Context: an optimization exercise on an open-source flow, tuned for small area. The choices shown serve that exercise and are no tape-out recipe.
Only simulation tests tie the RTL to the original design; equivalence was not proved.
No activity file was given, so power comes from the tool's default toggle rates.

// jomen_matcher
module jomen_matcher (
    input  wire        clk,
    input  wire        rst,           
    input  wire        drop,          
    input  wire        chip_valid,    
    input  wire        chip,
    input  wire [5:0]  cfg_sync,      
    input  wire        cfg_sync_tol,  
    input  wire [1:0]  cfg_correct,   
    output wire        sync_found,
    output wire        word_valid,
    output wire        word_ok,
    output wire [12:0] word_code,
    output wire [2:0]  word_reason,
    output wire [1:0]  word_errors,
    output wire        word_sync_err
);
Size in the first run: roughly 510 cells after synthesis, roughly 47 flip-flops, roughly 36 I/O pins, about 4100 sq um of cells after synthesis.
==> flow/config.mk <==
export PLATFORM = sky130hd
export DESIGN_NAME = jomen_matcher
export DESIGN_NICKNAME = jomen_matcher
export VERILOG_FILES = /design/flow/design.v
export SDC_FILE = /design/flow/constraint.sdc
export NUM_CORES = 4
export LEC_CHECK = 0
export CAP_MARGIN = 20
export CORE_MARGIN = 2
export CORE_UTILIZATION = 40
export SLEW_MARGIN = 20
==> flow/constraint.sdc <==
create_clock -name core_clock -period 20.0 [get_ports {clk}]
set_input_delay 4.0000 -clock core_clock [delete_from_list [all_inputs] [get_ports {clk}]]
set_output_delay 4.0000 -clock core_clock [all_outputs]
set_load 0.01 [all_outputs]
standard.sh (not shown) runs the stock make flow with config.mk's settings and CLKGATE_MAP_FILE= SYNTH_SCRIPT=/design/flow/synth_recipe.tcl, a recipe that flattens the netlist after the stock synthesis.
==> flow/flow/run.sh <==
#!/bin/bash
# Layout flow: the standard ORFS flow, except that synthesis maps the
# logic with an area-oriented ABC script (two rounds of deep AIG optimisation
# with different seeds, then area
# recovery in the mapper, no upsizing) and without Yosys's adder extraction,
# port buffers use the smallest buffer cell, and clock tree synthesis uses
# clkbuf_8 buffers without dummy loads. Everything else (registers, their
# names and cell types, floorplan, power grid, routing) is the standard
# flow's. Each tool's output goes to a log file in this folder.
set -euo pipefail
W=$PWD
FLOWDIR=$W/flow

# Synthesis script: ORFS's synth.tcl with only the ABC script replaced.
sed -e "s#log_cmd abc {\*}\$abc_args#log_cmd abc {*}[lreplace \$abc_args 1 1 $FLOWDIR/abc_deep.script]#" \
    "$FLOW_HOME/scripts/synth.tcl" > "$W/own_synth.tcl"
grep -q "abc_deep.script" "$W/own_synth.tcl"
sed -e "s#source \$::env(SCRIPTS_DIR)/synth.tcl#source $W/own_synth.tcl#" \
    "$W/synth_recipe.tcl" > "$W/own_synth_recipe.tcl"
grep -q "own_synth.tcl" "$W/own_synth_recipe.tcl"

make -C "$FLOW_HOME" DESIGN_CONFIG="$W/config.mk" WORK_HOME="$W/orfs" CLKGATE_MAP_FILE= \
    SYNTH_SCRIPT="$W/own_synth_recipe.tcl" ADDER_MAP_FILE= synth > "$W/synth.log" 2>&1

# The rest of the standard flow, on that netlist.
bash "$W/standard.sh" BUFFER_PORTS_ARGS="-buffer_cell sky130_fd_sc_hd__buf_1" \
    CTS_ARGS="-sink_clustering_enable -repair_clock_nets -dont_use_dummy_load -buf_list sky130_fd_sc_hd__clkbuf_8 -root_buf sky130_fd_sc_hd__clkbuf_8" finish > "$W/layout.log" 2>&1
test -f "$W/out/final.def"
==> flow/flow/abc_deep.script <==
&get -n
&st
&deepsyn -J 100 -T 900
&deepsyn -J 100 -T 900 -S 1
&dch -f
&nf -R 1000
&put
topo
stime -c
dnsize -c
==> next run, changes <==
--- a/flow/flow/run.sh
+++ b/flow/flow/run.sh
@@ -1,6 +1,5 @@
 #!/bin/bash
 # Layout flow: the standard ORFS flow, except that synthesis maps the
-# logic with an area-oriented ABC script (two rounds of deep AIG optimisation
-# with different seeds, then area
+# logic with an area-oriented ABC script (deep AIG optimisation, then area
 # recovery in the mapper, no upsizing) and without Yosys's adder extraction,
 # port buffers use the smallest buffer cell, and clock tree synthesis uses
==> flow/flow/abc_deep.script (replaced) <==
&get -n
&st
&deepsyn -J 100 -T 900
&dch -f
&nf -R 1000
&put
topo
stime -c
dnsize -c
Outcome:
- The new run completed without violations
- worst setup slack degrades by 0.25 ns
- total power drops by 38%
- clock power goes down by about 2%
==> next run, changes <==
--- a/flow/flow/run.sh
+++ b/flow/flow/run.sh
@@ -1,5 +1,6 @@
 #!/bin/bash
 # Layout flow: the standard ORFS flow, except that synthesis maps the
-# logic with an area-oriented ABC script (deep AIG optimisation, then area
+# logic with an area-oriented ABC script (two rounds of deep AIG optimisation
+# with different seeds, then area
 # recovery in the mapper, no upsizing) and without Yosys's adder extraction,
 # port buffers use the smallest buffer cell, and clock tree synthesis uses
==> flow/flow/abc_deep.script (replaced) <==
&get -n
&st
&deepsyn -J 100 -T 900
&deepsyn -J 100 -T 900 -S 1
&dch -f
&nf -R 1000
&put
topo
stime -c
dnsize -c
Settings changed: CORE_UTILIZATION 40 to 65, GPL_TIMING_DRIVEN set to 0.
Core utilization rose by 28 points.
Final area fell by about 3.6%.
Setup slack loses 0.60 ns.
Combinational power rose to 3.4 times its value.
Cell count fell by 10%.
Routed wire length fell by about 7%.

-- separate check: timing with driven ports --
How much do the figures lean on ideal ports? The routed layouts below were timed once more, with nothing changed but the port constraints. Step 1 sets driving cells, clkbuf_16 on the clock port and buf_2 on the other inputs (assumed; they add their load-dependent delay and slew). Step 2 also shifts input and output timing later by t, the mid clock arrival at the registers, as if the neighbouring blocks saw the same clock. Three values: ideal, step 1, step 2; two values: the first two.
run | shift t [ns] | setup WS [ns] | worst setup path after step 2 | worst data-port slew with drivers (ns)
the first run | 0.330 | 5.900 / 5.869 / 5.869 | input to output | 0.05
the second run | 0.322 | 5.648 / 5.603 / 5.603 | input to output | 0.07
the third run | 0.324 | 5.049 / 5.026 / 5.026 | input to output | 0.03
After both steps every run listed still meets setup and hold. For the second run, which loses most, drivers alone change the setup slack by -0.045 ns; drivers and shift together by -0.045 ns.
